From an optimization exercise on the open Yosys and OpenROAD flow, aimed at small area, a short achievable clock period and few clock cycles; shortcuts taken in it are not production practice.
Function not checked in this run: the RTL went through the layout flow alone.
Power is estimated from default activity; no workload was simulated.

### design/flow/config.mk
export PLATFORM = sky130hd
export DESIGN_NAME = xa_narrow_acc
export DESIGN_NICKNAME = xa_narrow_acc
export VERILOG_FILES = /design/flow/design.v
export SDC_FILE = /design/flow/constraint.sdc
export NUM_CORES = 4
export LEC_CHECK = 0
export CAP_MARGIN = 20
export CORE_MARGIN = 2
export CORE_UTILIZATION = 30
export PLACE_DENSITY = 0.4
export SLEW_MARGIN = 20
### design/flow/constraint.sdc
create_clock -name core_clock -period 24.0 [get_ports {clk}]
set_input_delay 4.8000 -clock core_clock [delete_from_list [all_inputs] [get_ports {clk}]]
set_output_delay 4.8000 -clock core_clock [all_outputs]
set_load 0.01 [all_outputs]
### design/flow/design.v
module xa_decode (
    input  wire [6:0] oh,
    input  wire [7:0] x,
    output wire       sign,
    output wire [7:0] m,
    output wire [2:0] q,
    output wire       is_zero,
    output wire       is_inf,
    output wire       is_nan
);
    wire [3:0] e0 = x[6:3];
    wire [4:0] h0 = (e0 == 4'd0) ? 5'd7 : {1'b0, e0} + 5'd6;
    wire [7:0] m0 = {4'd0, e0 != 4'd0, x[2:0]} << h0[1:0];
    wire       n0 = (x[6:0] == 7'h7F);
    wire [4:0] e1 = x[6:2];
    wire [4:0] h1 = (e1 == 5'd0) ? 5'd0 : e1 - 5'd1;
    wire [7:0] m1 = {5'd0, e1 != 5'd0 && e1 != 5'd31, x[1:0]} << h1[1:0];
    wire       i1 = (e1 == 5'd31) && (x[1:0] == 2'd0);
    wire       n1 = (e1 == 5'd31) && (x[1:0] != 2'd0);
    wire [1:0] e2 = x[4:3];
    wire [4:0] h2 = (e2 == 2'd0) ? 5'd13 : {3'd0, e2} + 5'd12;
    wire [7:0] m2 = {4'd0, e2 != 2'd0, x[2:0]} << h2[1:0];
    wire [2:0] e3 = x[4:2];
    wire [4:0] h3 = (e3 == 3'd0) ? 5'd12 : {2'd0, e3} + 5'd11;
    wire [7:0] m3 = {5'd0, e3 != 3'd0, x[1:0]} << h3[1:0];
    wire [1:0] e4 = x[2:1];
    wire [4:0] h4 = (e4 == 2'd0) ? 5'd15 : {3'd0, e4} + 5'd14;
    wire [7:0] m4 = {6'd0, e4 != 2'd0, x[0]} << h4[1:0];
    wire [7:0] m5 = x[7] ? (~x + 8'd1) : x;
    wire [3:0] a6 = x[3] ? (~x[3:0] + 4'd1) : x[3:0];
    wire [7:0] m6 = {4'd0, a6};
    wire [4:0] hf = ({5{oh[0]}} & h0) | ({5{oh[1]}} & h1) | ({5{oh[2]}} & h2) |
                    ({5{oh[3]}} & h3) | ({5{oh[4]}} & h4) | ({5{oh[5] | oh[6]}} & 5'd16);
    assign m = ({8{oh[0]}} & m0) | ({8{oh[1]}} & m1) | ({8{oh[2]}} & m2) | ({8{oh[3]}} & m3) |
               ({8{oh[4]}} & m4) | ({8{oh[5]}} & m5) | ({8{oh[6]}} & m6);
    assign q = hf[4:2];
    assign sign = ((oh[0] | oh[1] | oh[5]) & x[7]) | ((oh[2] | oh[3]) & x[5]) |
                  ((oh[4] | oh[6]) & x[3]);
    assign is_inf  = oh[1] & i1;
    assign is_nan  = (oh[0] & n0) | (oh[1] & n1);
    assign is_zero = !is_inf && !is_nan && (m == 8'd0);
endmodule
module xa_add #(parameter W = 16) (
    input  wire [W-1:0] a,
    input  wire [W-1:0] b,
    input  wire         cin,
    output wire [W-1:0] s,
    output wire         cout
);
    localparam [127:0] SRC0 = {32{4'h5}},  UP0 = {32{4'hA}};
    localparam [127:0] SRC1 = {32{4'h2}},  UP1 = {32{4'hC}};
    localparam [127:0] SRC2 = {16{8'h08}}, UP2 = {16{8'hF0}};
    localparam [127:0] SRC3 = {8{16'h0080}},     UP3 = {8{16'hFF00}};
    localparam [127:0] SRC4 = {4{32'h0000_8000}}, UP4 = {4{32'hFFFF_0000}};
    localparam [127:0] SRC5 = {2{64'h0000_0000_8000_0000}}, UP5 = {2{64'hFFFF_FFFF_0000_0000}};
    localparam [127:0] SRC6 = {64'd0, 64'h8000_0000_0000_0000}, UP6 = {{64{1'b1}}, 64'd0};
    function automatic [2*W-1:0] level(input [W-1:0] g, input [W-1:0] p,
                                       input [127:0] src, input [127:0] up, input integer n);
        reg [W-1:0] sg, sp;
        integer t;
        begin
            sg = (g & src[W-1:0]) << 1;
            sp = (p & src[W-1:0]) << 1;
            for (t = 0; t < n; t = t + 1) begin
                sg = sg | (sg << (1 << t));
                sp = sp | (sp << (1 << t));
            end
            level = {g | (p & sg), p & (sp | ~up[W-1:0])};
        end
    endfunction
    wire [W-1:0]   p0 = a ^ b;
    wire [W-1:0]   g0 = (a & b) | {{(W-1){1'b0}}, p0[0] & cin};
    wire [2*W-1:0] k1 = level(g0,          p0,          SRC0, UP0, 0);
    wire [2*W-1:0] k2 = level(k1[2*W-1:W], k1[W-1:0], SRC1, UP1, 1);
    wire [2*W-1:0] k3 = level(k2[2*W-1:W], k2[W-1:0], SRC2, UP2, 2);
    wire [2*W-1:0] k4 = level(k3[2*W-1:W], k3[W-1:0], SRC3, UP3, 3);
    wire [2*W-1:0] k5 = level(k4[2*W-1:W], k4[W-1:0], SRC4, UP4, 4);
    wire [2*W-1:0] k6 = level(k5[2*W-1:W], k5[W-1:0], SRC5, UP5, 5);
    wire [2*W-1:0] k7 = level(k6[2*W-1:W], k6[W-1:0], SRC6, UP6, 6);
    wire [W-1:0]   gc = k7[2*W-1:W];    
    assign s    = p0 ^ {gc[W-2:0], cin};
    assign cout = gc[W-1];
endmodule
module xa_mul8 (
    input  wire [7:0]  a,
    input  wire [7:0]  b,
    input  wire        dec,
    output wire [15:0] s,
    output wire [15:0] c
);
    wire [15:0] pp [0:8];
    genvar i;
    generate
        for (i = 0; i < 8; i = i + 1) begin : pps
            assign pp[i] = {8'd0, a & {8{b[i]}}} << i;
        end
    endgenerate
    assign pp[8] = {16{dec}};
    wire [15:0] s1a = pp[0] ^ pp[1] ^ pp[2];
    wire [15:0] c1a = ((pp[0] & pp[1]) | (pp[0] & pp[2]) | (pp[1] & pp[2])) << 1;
    wire [15:0] s1b = pp[3] ^ pp[4] ^ pp[5];
    wire [15:0] c1b = ((pp[3] & pp[4]) | (pp[3] & pp[5]) | (pp[4] & pp[5])) << 1;
    wire [15:0] s1c = pp[6] ^ pp[7] ^ pp[8];
    wire [15:0] c1c = ((pp[6] & pp[7]) | (pp[6] & pp[8]) | (pp[7] & pp[8])) << 1;
    wire [15:0] s2a = s1a ^ c1a ^ s1b;
    wire [15:0] c2a = ((s1a & c1a) | (s1a & s1b) | (c1a & s1b)) << 1;
    wire [15:0] s2b = c1b ^ s1c ^ c1c;
    wire [15:0] c2b = ((c1b & s1c) | (c1b & c1c) | (s1c & c1c)) << 1;
    wire [15:0] s3  = s2a ^ c2a ^ s2b;
    wire [15:0] c3  = ((s2a & c2a) | (s2a & s2b) | (c2a & s2b)) << 1;
    assign s = s3 ^ c3 ^ c2b;
    assign c = ((s3 & c3) | (s3 & c2b) | (c3 & c2b)) << 1;
endmodule
module xa_lzc128 (
    input  wire [127:0] x,
    output reg  [6:0]   n,
    output reg          z
);
    reg [63:0] v1; reg [63:0] c1;
    reg [31:0] v2; reg [63:0] c2;
    reg [15:0] v3; reg [47:0] c3;
    reg [7:0]  v4; reg [31:0] c4;
    reg [3:0]  v5; reg [19:0] c5;
    reg [1:0]  v6; reg [11:0] c6;
    integer i;
    always @(*) begin
        for (i = 0; i < 64; i = i + 1) begin
            v1[i] = x[2*i+1] | x[2*i];
            c1[i] = !x[2*i+1];
        end
        for (i = 0; i < 32; i = i + 1) begin
            v2[i] = v1[2*i+1] | v1[2*i];
            c2[2*i +: 2] = v1[2*i+1] ? {1'b0, c1[2*i+1]} : {1'b1, c1[2*i]};
        end
        for (i = 0; i < 16; i = i + 1) begin
            v3[i] = v2[2*i+1] | v2[2*i];
            c3[3*i +: 3] = v2[2*i+1] ? {1'b0, c2[4*i+2 +: 2]} : {1'b1, c2[4*i +: 2]};
        end
        for (i = 0; i < 8; i = i + 1) begin
            v4[i] = v3[2*i+1] | v3[2*i];
            c4[4*i +: 4] = v3[2*i+1] ? {1'b0, c3[6*i+3 +: 3]} : {1'b1, c3[6*i +: 3]};
        end
        for (i = 0; i < 4; i = i + 1) begin
            v5[i] = v4[2*i+1] | v4[2*i];
            c5[5*i +: 5] = v4[2*i+1] ? {1'b0, c4[8*i+4 +: 4]} : {1'b1, c4[8*i +: 4]};
        end
        for (i = 0; i < 2; i = i + 1) begin
            v6[i] = v5[2*i+1] | v5[2*i];
            c6[6*i +: 6] = v5[2*i+1] ? {1'b0, c5[10*i+5 +: 5]} : {1'b1, c5[10*i +: 5]};
        end
        z = !(v6[1] | v6[0]);
        n = v6[1] ? {1'b0, c6[11:6]} : {1'b1, c6[5:0]};
    end
endmodule
module xa_fp32_count (
    input  wire [111:0] acc,
    output wire [6:0]   lz,          
    output wire [6:0]   tz,          
    output wire         zero
);
    wire [110:0] c = acc[110:0] ^ acc[111:1];
    wire [6:0] n1, n2;
    wire       z1, z2;
    xa_lzc128 lzc (.x({1'b0, c, 16'd0}), .n(n1), .z(z1));
    reg  [127:0] rev;
    integer i;
    always @(*) begin
        rev = 128'd0;
        for (i = 0; i < 112; i = i + 1)
            rev[127 - i] = acc[i];
    end
    xa_lzc128 tzc (.x(rev), .n(n2), .z(z2));
    assign lz   = z1 ? 7'd112 : n1;      
    assign tz   = n2;                    
    assign zero = z2;
endmodule
module xa_fp32_plan (
    input  wire [6:0]   lz,
    input  wire [6:0]   tz,
    input  wire [8:0]   f_base,      
    output wire [8:0]   sh,          
    output wire [8:0]   e0,          
    output wire         sticky       
);
    wire signed [10:0] fs  = $signed({{2{f_base[8]}}, f_base}) + 11'sd205;
    wire signed [10:0] fc  = (fs < -11'sd25) ? -11'sd25 : fs;
    wire               sub = fs < $signed({4'd0, lz});
    wire signed [10:0] en  = fs - $signed({4'd0, lz});
    wire               stn = ({1'b0, tz} + {1'b0, lz}) < 8'd87;
    wire signed [10:0] tc  = $signed({4'd0, tz}) + fc;
    wire               sts = tc < 11'sd87;
    assign sh     = sub ? fc[8:0] : {2'b00, lz};
    assign e0     = sub ? 9'd0 : en[8:0];
    assign sticky = sub ? sts : stn;
endmodule
module xa_fp32_win (
    input  wire [111:0] acc,
    input  wire [8:0]   sh,          
    output wire [24:0]  win          
);
    wire sign = acc[111];
    wire [161:0] x = {{25{sign}}, acc, 25'd0};
    wire [7:0]   r = 8'd112 - sh[7:0];
    wire [151:0] x1 = r[7] ? {118'd0, x[161:128]} : x[151:0];
    wire [87:0]  x2 = r[6] ? x1[151:64] : x1[87:0];
    wire [55:0]  x3 = r[5] ? x2[87:32]  : x2[55:0];
    wire [39:0]  x4 = r[4] ? x3[55:16]  : x3[39:0];
    wire [31:0]  x5 = r[3] ? x4[39:8]   : x4[31:0];
    wire [27:0]  x6 = r[2] ? x5[31:4]   : x5[27:0];
    wire [25:0]  x7 = r[1] ? x6[27:2]   : x6[25:0];
    wire [24:0]  x8 = r[0] ? x7[25:1]   : x7[24:0];
    assign win = x8 ^ {25{sign}};
endmodule
module xa_fp32_pack (
    input  wire        sign,
    input  wire [24:0] win,
    input  wire [8:0]  e0,
    input  wire        sticky,
    input  wire        zero,
    input  wire [5:0]  flags,
    output reg  [31:0] result
);
    localparam [31:0] QNAN = 32'h7FC0_0000;
    localparam [31:0] PINF = 32'h7F80_0000;
    localparam [31:0] NINF = 32'hFF80_0000;
    wire        carry = sign & !sticky;
    wire [33:0] v     = {1'b0, e0, 24'd0} + {9'd0, win} + {33'd0, carry};
    wire        rup   = v[0] & (sticky | v[1]);
    wire [32:0] body  = v[33:1] + {32'd0, rup};
    wire        ovf   = (body[32:23] >= 10'd255);
    always @(*) begin
        if (flags[0] || flags[4] || flags[5] || (flags[1] && flags[2]))
            result = QNAN;
        else if (flags[1])
            result = PINF;
        else if (flags[2])
            result = NINF;
        else if (zero)
            result = flags[3] ? 32'h0000_0000 : 32'h8000_0000;
        else if (ovf)
            result = sign ? NINF : PINF;
        else
            result = {sign, body[30:0]};
    end
endmodule
module xa_narrow_acc (
    input  wire         clk,
    input  wire         rst,
    input  wire         in_valid,
    output reg          in_ready,
    input  wire         in_first,
    input  wire         in_last,
    input  wire [3:0]   in_lane_en,
    input  wire [31:0]  in_a,         
    input  wire [31:0]  in_b,
    input  wire [7:0]   in_xa,        
    input  wire [7:0]   in_xb,        
    input  wire [2:0]   cfg_fmt_a,
    input  wire [2:0]   cfg_fmt_b,
    input  wire         cfg_mx_a,
    input  wire         cfg_mx_b,
    input  wire [8:0]   cfg_f,        
    input  wire [111:0] cfg_acc,      
    input  wire [5:0]   cfg_flags,
    output reg          out_valid,
    input  wire         out_ready,
    output reg  [111:0] out_acc,
    output reg  [7:0]   out_flags,
    output reg  [31:0]  out_fp32
);
    wire take = in_valid && in_ready && !rst;
    wire give = out_valid && out_ready;
    function [6:0] fmt_onehot(input [2:0] f);
        fmt_onehot = (f == 3'd7) ? 7'b1000000 : (7'd1 << f);
    endfunction
    reg  exp_first;
    wire k_load = exp_first && !(s0_v && s0_first) && !(s1_v && s1_first) &&
                  !(s2_v && s2_first);
    reg         s2_v, s2_first, s2_last;
    reg         s1_v, s1_first, s1_last;
    reg         s0_v, s0_first, s0_last;
    reg  [3:0]  s0_en;
    reg  [31:0] s0_a, s0_b;
    reg  [7:0]  s0_xa, s0_xb;
    reg  [6:0]   k_fa, k_fb;       
    reg          k_mxa, k_mxb;
    reg  [8:0]   k_f;
    reg  [111:0] k_acc;
    reg  [5:0]   k_flags;
    always @(posedge clk) begin
        s0_v     <= take;
        s0_first <= in_first;
        s0_last  <= in_last;
        s0_en    <= in_lane_en;
        s0_a     <= in_a;
        s0_b     <= in_b;
        s0_xa    <= in_xa;
        s0_xb    <= in_xb;
        if (k_load) begin
            k_fa    <= fmt_onehot(cfg_fmt_a);
            k_fb    <= fmt_onehot(cfg_fmt_b);
            k_mxa   <= cfg_mx_a;
            k_mxb   <= cfg_mx_b;
            k_f     <= (cfg_mx_a || cfg_mx_b) ? cfg_f : 9'd0;
            k_acc   <= cfg_acc;
            k_flags <= cfg_flags;
        end
    end
    wire signed [10:0] e_a = k_mxa ? ($signed({3'd0, s0_xa}) - 11'sd127) : 11'sd0;
    wire signed [10:0] e_b = k_mxb ? ($signed({3'd0, s0_xb}) - 11'sd127) : 11'sd0;
    wire signed [10:0] d   = e_a + e_b - $signed({{2{k_f[8]}}, k_f});
    wire in_window = (d >= 11'sd0) && (d <= 11'sd16);
    wire scale_nan = (k_mxa && s0_xa == 8'hFF) || (k_mxb && s0_xb == 8'hFF);
    wire [15:0] l_ps [0:3];
    wire [15:0] l_pc [0:3];
    wire [3:0]  l_k  [0:3];
    wire [3:0]  l_s, lane_nan, lane_pinf, lane_ninf, lane_nonneg, lane_win;
    genvar g;
    generate
        for (g = 0; g < 4; g = g + 1) begin : lane
            wire       sa, sb, za, zb, ia, ib, na, nb;
            wire [7:0] ma, mb;
            wire [2:0] qa, qb;
            xa_decode dec_a (.oh(k_fa), .x(s0_a[8*g+7:8*g]), .sign(sa), .m(ma), .q(qa),
                             .is_zero(za), .is_inf(ia), .is_nan(na));
            xa_decode dec_b (.oh(k_fb), .x(s0_b[8*g+7:8*g]), .sign(sb), .m(mb), .q(qb),
                             .is_zero(zb), .is_inf(ib), .is_nan(nb));
            wire en    = s0_en[g];
            wire psign = sa ^ sb;
            wire pnan  = scale_nan || na || nb || (ia && zb) || (ib && za);
            wire pinf  = !pnan && (ia || ib);
            wire pzero = !pnan && !pinf && (za || zb);
            wire pfin  = !pnan && !pinf && !pzero;
            wire add   = en && pfin && in_window;
            wire [15:0] pms, pmc;
            xa_mul8 mul (.a(ma), .b(mb), .dec(psign), .s(pms), .c(pmc));
            assign l_ps[g] = add ? pms : 16'd0;
            assign l_pc[g] = add ? pmc : 16'd0;
            assign l_k[g]  = {1'b0, qa} + {1'b0, qb};
            assign l_s[g]  = add && psign;
            assign lane_nan[g]    = en && pnan;
            assign lane_pinf[g]   = en && pinf && !psign;
            assign lane_ninf[g]   = en && pinf && psign;
            assign lane_nonneg[g] = en && !(pzero && psign);
            assign lane_win[g]    = en && pfin && !in_window;
        end
    endgenerate
    reg  [15:0] s1_ps [0:3];
    reg  [15:0] s1_pc [0:3];
    reg  [3:0]  s1_k [0:3];
    reg  [3:0]  s1_s;
    reg  [4:0]  s1_d;
    reg  [4:0]  s1_fl;
    integer j;
    always @(posedge clk) begin
        s1_v     <= s0_v && !rst;
        s1_first <= s0_first;
        s1_last  <= s0_last;
        for (j = 0; j < 4; j = j + 1) begin
            s1_ps[j] <= l_ps[j];
            s1_pc[j] <= l_pc[j];
            s1_k[j] <= l_k[j];
        end
        s1_s  <= l_s;
        s1_d  <= d[4:0];
        s1_fl <= {|lane_win, |lane_nonneg, |lane_ninf, |lane_pinf, |lane_nan};
    end
    wire [66:0] l_v [0:3];
    generate
        for (g = 0; g < 4; g = g + 1) begin : align
            wire        ng = s1_s[g];
            wire [15:0] pv;
            wire        pco;
            xa_add #(16) add_p (.a(s1_ps[g]), .b(s1_pc[g]), .cin(1'b0), .s(pv), .cout(pco));
            wire [15:0] v0 = pv ^ {16{ng}};
            wire [3:0]  k  = s1_k[g];
            wire [19:0] v1 = k[0] ? {v0, 4'd0}         : {{4{ng}}, v0};
            wire [27:0] v2 = k[1] ? {v1, 8'd0}         : {{8{ng}}, v1};
            wire [43:0] v3 = k[2] ? {v2, 16'd0}        : {{16{ng}}, v2};
            wire [66:0] v4 = k[3] ? {v3[34:0], 32'd0}  : {{23{ng}}, v3};
            assign l_v[g] = v4;
        end
    endgenerate
    wire [66:0] cs1_s = l_v[1] ^ l_v[2] ^ l_v[3];
    wire [66:0] cs1_c = {((l_v[1][65:0] & l_v[2][65:0]) | (l_v[1][65:0] & l_v[3][65:0]) |
                          (l_v[2][65:0] & l_v[3][65:0])), 1'b0};
    wire [66:0] cs2_s = cs1_s ^ cs1_c ^ l_v[0];
    wire [66:0] cs2_c = {((cs1_s[65:0] & cs1_c[65:0]) | (cs1_s[65:0] & l_v[0][65:0]) |
                          (cs1_c[65:0] & l_v[0][65:0])), 1'b0};
    reg  [66:0] s2_cs, s2_cc;
    reg  [4:0]  s2_d;
    reg  [4:0]  s2_fl;
    always @(posedge clk) begin
        s2_v     <= s1_v && !rst;
        s2_first <= s1_first;
        s2_last  <= s1_last;
        s2_cs    <= cs2_s;
        s2_cc    <= cs2_c;
        s2_d     <= s1_d;
        s2_fl    <= s1_fl;
    end
    wire [66:0] lane_sum;
    wire        lane_co;
    xa_add #(67) add_l (.a(s2_cs), .b(s2_cc), .cin(1'b0), .s(lane_sum), .cout(lane_co));
    reg         s3_v, s3_first, s3_last;
    reg  [82:0] s3_beat;
    reg  [4:0]  s3_fl;
    always @(posedge clk) begin
        s3_v     <= s2_v && !rst;
        s3_first <= s2_first;
        s3_last  <= s2_last;
        s3_beat  <= {{16{lane_sum[66]}}, lane_sum} << s2_d;
        s3_fl    <= s2_fl;
    end
    reg  [111:0] acc;
    reg  [5:0]   flags;
    reg  [8:0]   acc_f;
    reg          acc_done;
    wire [111:0] base_acc   = s3_first ? k_acc   : acc;
    wire [5:0]   base_flags = s3_first ? k_flags : flags;
    wire [111:0] beat_ext   = {{29{s3_beat[82]}}, s3_beat};
    wire [111:0] new_acc;
    wire         acc_co;
    xa_add #(112) add_a (.a(base_acc), .b(beat_ext), .cin(1'b0), .s(new_acc), .cout(acc_co));
    wire         ovf        = (base_acc[111] == beat_ext[111]) && (new_acc[111] != base_acc[111]);
    reg  slot_busy;
    wire xfer = acc_done && !slot_busy;
    always @(posedge clk) begin
        if (s3_v) begin
            acc   <= new_acc;
            flags <= base_flags | {ovf, s3_fl};
            if (s3_first) acc_f <= k_f;
        end
        if (rst)
            acc_done <= 1'b0;
        else if (s3_v && s3_last)
            acc_done <= 1'b1;
        else if (xfer)
            acc_done <= 1'b0;
    end
    wire [6:0] n_lz, n_tz;
    wire       n_zero;
    xa_fp32_count cnt (.acc(acc), .lz(n_lz), .tz(n_tz), .zero(n_zero));
    wire [8:0] p_sh, p_e0;
    wire       p_sticky;
    xa_fp32_plan plan (.lz(n_lz), .tz(n_tz), .f_base(acc_f), .sh(p_sh), .e0(p_e0),
                       .sticky(p_sticky));
    reg        c1, c2;
    reg  [8:0] f1_sh, f1_e0;
    reg        f1_sticky, f1_zero;
    wire [24:0] w_win;
    xa_fp32_win win (.acc(out_acc), .sh(f1_sh), .win(w_win));
    reg  [24:0] f2_win;
    reg  [8:0]  f2_e0;
    reg         f2_sticky, f2_zero;
    wire [31:0] fp32;
    xa_fp32_pack pack (.sign(out_acc[111]), .win(f2_win), .e0(f2_e0), .sticky(f2_sticky),
                       .zero(f2_zero), .flags(out_flags[5:0]), .result(fp32));
    always @(posedge clk) begin
        if (xfer) begin
            out_acc   <= acc;
            out_flags <= {2'b00, flags};
            f1_sh     <= p_sh;
            f1_e0     <= p_e0;
            f1_sticky <= p_sticky;
            f1_zero   <= n_zero;
        end
        f2_win    <= w_win;
        f2_e0     <= f1_e0;
        f2_sticky <= f1_sticky;
        f2_zero   <= f1_zero;
        if (c2) out_fp32 <= fp32;
        if (rst) begin
            c1        <= 1'b0;
            c2        <= 1'b0;
            slot_busy <= 1'b0;
            out_valid <= 1'b0;
        end else begin
            c1 <= xfer;
            c2 <= c1;
            if (xfer)
                slot_busy <= 1'b1;
            else if (give)
                slot_busy <= 1'b0;
            if (c2)
                out_valid <= 1'b1;
            else if (give)
                out_valid <= 1'b0;
        end
    end
    reg  [1:0] pend;
    wire [1:0] pend_next  = pend + {1'b0, take && in_last} - {1'b0, give};
    wire       exp_next   = take ? in_last : exp_first;
    wire       kload_next = exp_next && !(take && in_first) && !(s0_v && s0_first) &&
                             !(s1_v && s1_first);
    always @(posedge clk) begin
        if (rst) begin
            pend      <= 2'd0;
            exp_first <= 1'b1;
            in_ready  <= 1'b1;
        end else begin
            pend      <= pend_next;
            exp_first <= exp_next;
            in_ready  <= !pend_next[1] && (!exp_next || kload_next);
        end
    end
endmodule
### design/flow/run.sh
#!/bin/bash
# synth_recipe.tcl (not shown) runs the flow's synth.tcl, then flattens the netlist and writes it again
# the make line also repeats each setting of config.mk as NAME=value (left out here)
make -C /OpenROAD-flow-scripts/flow DESIGN_CONFIG=/design/flow/config.mk WORK_HOME=/design/flow/orfs CLKGATE_MAP_FILE= SYNTH_SCRIPT=/design/flow/synth_recipe.tcl finish
==> impl_metrics.env <==
export IMPL_grt_total_usage=0.242
export IMPL_place_port_buffers=376
export IMPL_grt_overflow_total=0
export IMPL_fmax_ghz=0.137
export IMPL_post_route_period_util=0.305
export IMPL_r2r_start="acc[90]"
export IMPL_async_flop_share=0
export IMPL_power_leakage_uw=0.0370
export IMPL_htreeDepth=3
export IMPL_required_ns=24.54
export IMPL_status="no timing/DRC/antenna violations"
export IMPL_fp_row_count=187
export IMPL_max_stage_delay_ns=0.90
export IMPL_drive_gt1_frac=0.0685
export IMPL_worstSetupEndpointType="flop"
export IMPL_syn_inst=8821
export IMPL_yosysUniqueCellTypes=120
export IMPL_crit_arrival_ns=7.85
export IMPL_drt_pass1_iterations=6
export IMPL_hold_buffers=0
export IMPL_powerDensity_nw_per_um2=89.4
export IMPL_finalWeightedCongestion=0.986
export IMPL_synth_area_um2=78400
export IMPL_critPathSlowestCell="nor3_1"
export IMPL_crit_fanout=14
export IMPL_cap_violations=0
export IMPL_regArea_um2=23700
export IMPL_cp_startpoint="acc[90]"
export IMPL_dpl_instance_area_um2=85800
export IMPL_cts_sinks=961
export IMPL_tightest_slew_ns=1.12
export IMPL_vias=68300
export IMPL_path_class="flop to flop"
export IMPL_hold_violations=0
export IMPL_relSlewSlack=0.256
export IMPL_synth_top_family_by_area="compound AO/OA/AOI/OAI gates"
export IMPL_worstHoldStart="s0_last"
export IMPL_cp_num_buf_inv=3
export IMPL_start_kind="flop"
export IMPL_finalMaxSlewViolations=0
export IMPL_ys_flop_type="dfxtp_1"
export IMPL_cts_resized=0
export IMPL_wire_per_inst_um=26.5
export IMPL_numPlacedInstances=12300
export IMPL_initial_utilization=0.302
export IMPL_die_x_um=515
export IMPL_grt_pass1_vias=67200
export IMPL_final_cells=12500
export IMPL_dieArea_um2=266000
export IMPL_yosys_area_share_simple=0.167
export IMPL_hp_class="flop to flop"
export IMPL_avgViaCountPerCell=5.46
export IMPL_crit_chain="inv_1 -> ha_1 -> nor4_1 -> nand2_1 -> nor3_1 -> nand3_1 -> or3_1 -> nand2_1 -> a221oi_1 -> inv_1 -> ha_1 -> a21o_1 -> a21oi_1 -> o21bai_1 -> a21oi_1 -> o21ai_0 -> o21ai_1 -> buf_4 -> mux2_2"
export IMPL_tns_ns=0
export IMPL_grt_pass1_wl_mm=476
export IMPL_synth_edff_count=439
export IMPL_synthMuxAreaShare=0.0542
export IMPL_cts_made_buffers=116
export IMPL_peakVddDrop_uv=64.7
export IMPL_grt_max_degree=80
export IMPL_path_clk_slew_ns=0.06
export IMPL_multi_input_area_um2=50500
export IMPL_post_route_util=0.346
export IMPL_crit_family="simple AND/OR/NAND/NOR gates"
export IMPL_yosysWarnings=14
export IMPL_cts_tree="yes"
export IMPL_coreArea_um2=260000
export IMPL_routed_wl_mm=331
export IMPL_final_area_um2=89900
export IMPL_synth_compound_area_frac=0.191
export IMPL_synth_seq_area_share=0.301
export IMPL_synthAdderAreaFrac=0.175
export IMPL_dp_hpwl_mm=267
export IMPL_drc_errors=0
export IMPL_ys_seq_elements=961
export IMPL_clock_skew_ns=0.105
export IMPL_avgSynthCellArea_um2=8.89
export IMPL_synth_xor_area_frac=0.0543
export IMPL_timing_hold_ws_ns=0.330
export IMPL_rsz0062_at_grt="false"
export IMPL_setup_viol=0
export IMPL_postRouteAntennaNets=0
export IMPL_ios=379
export IMPL_first_iter_violations=5572
export IMPL_clk_latency_ns=0.80
export IMPL_die_y_um=515
export IMPL_antenna_found_initial=15
export IMPL_post_cts_buffers=0
export IMPL_nNetsFinal=10100
export IMPL_area_delta_synth_final_pct=14.6
export IMPL_layout_min_cycle_time_ns=7.31
export IMPL_clock_root_buffer="clkbuf_16"
export IMPL_cts_path_max_buffers=3
export IMPL_n_fill_cell=26800
==> logic make-up (layout without fill, tap and decap cells) <==
group,Yosys count,count (layout)
multiplexers,353,353
AO/OA/AOI/OAI,2278,2278
XOR/XNOR,484,484
adder cells (fa/ha/maj),877,877
other,1,9
buffers and inverters,1162,1433
AND/OR/NAND/NOR,2705,2705
flip-flops,961,961
==> where the power goes <==
group	switching (uW)	total [uW]	internal, uW
Combinational	2560	4020	1460
Clock	789	1850	1070
Sequential	188	2150	1970
Total	3540	8030	4490
==> registers in the layout, summed over array words and instances, names as in the netlist, 56 cells and up <==
name	cells
out_acc	112
s2_cs	67
s1_ps	64
s3_beat	83
s2_cc	66
k_acc	112
s1_pc	56
acc	112
==> final cells by class <==
type	count	area share
Multi-Input combinational cell	6699	0.562
Clock inverter	60	0.00728
Tap cell	3402	0.0474
Clock buffer	160	0.0375
Timing Repair Buffer	517	0.0537
Inverter	696	0.0291
Antenna cell	7	0.000195
Sequential cell	961	0.263
==> synthesized netlist by cell type, drive strengths merged, types with 179 or more instances <==
library cell	count	area share
nand2	790	0.038
nor2	725	0.035
inv	683	0.033
o21ai	616	0.039
dfxtp	522	0.13
ha	513	0.082
a21oi	460	0.030
edfxtp	439	0.17
clkbuf	380	0.019
fa	364	0.093
xnor2	277	0.031
mux2i	242	0.031
xor2	206	0.023
nor3	179	0.012
==> layout by cell type, fill, tap and decap left out, drive strengths merged, types with 206 or more instances in the layout <==
cell | Yosys | layout
xnor2 | 277 | 277
fa | 364 | 364
ha | 513 | 513
nor2 | 725 | 725
o21ai | 616 | 616
nand2 | 790 | 790
mux2i | 242 | 242
edfxtp | 439 | 439
a21oi | 460 | 460
dfxtp | 522 | 522
clkdlybuf4s50 | 0 | 376
xor2 | 206 | 206
inv | 683 | 695
==> routing by layer <==
layer  vias up  track usage  share of wire
li1      31800            -              -
met1     33700        0.305           0.42
met2      2229        0.412           0.48
met3       538       0.0255          0.046
met4         0        0.114          0.054
met5         -            0              0
==> metrics by stage <==
step / setup WS (ns) / total power (uW)
after floorplan: 16.93 / 4750
after global placement: 16.65 / 6200
after detailed placement: 16.77 / 6210
after CTS: 16.72 / 8110
after global routing: 16.44 / 8590
final: 16.69 / 8030
==> path summary, 6_finish.rpt <==
| path | cells past startpoint | slack [ns] | endpoint |
|---|---|---|---|
| worst max-delay path | 19 | 16.69 | f1_sh[0] |
| worst max register to register | 19 | 16.69 | f1_sh[0] |
| worst min register to register | 0 | 0.33 | s1_last |
| worst min-delay path | 0 | 0.33 | s1_last |

-- static timing again, ports no longer ideal --
No port has a modelled driver above. Below, the same layout with a new extraction and two added sets of constraints.
Step 1, drivers: a clkbuf_16 drives clk and a buf_2 each remaining input, both assumed.
Step 2 times the ports against the registers' clock, not the clock port: input delays grow and output delays shrink by t, the midpoint of the rising clock arrivals with the driver on.
Slacks: ideal / step 1 / step 2; pairs: ideal / step 1.
t (ns): 0.860
setup WS [ns]: 16.690 / 16.690 / 16.690
worst setup path at the end: register to register
After both steps this run still meets setup and hold. The setup slack of this run moves by 0.000 ns with the drivers and by 0.000 ns with both steps.
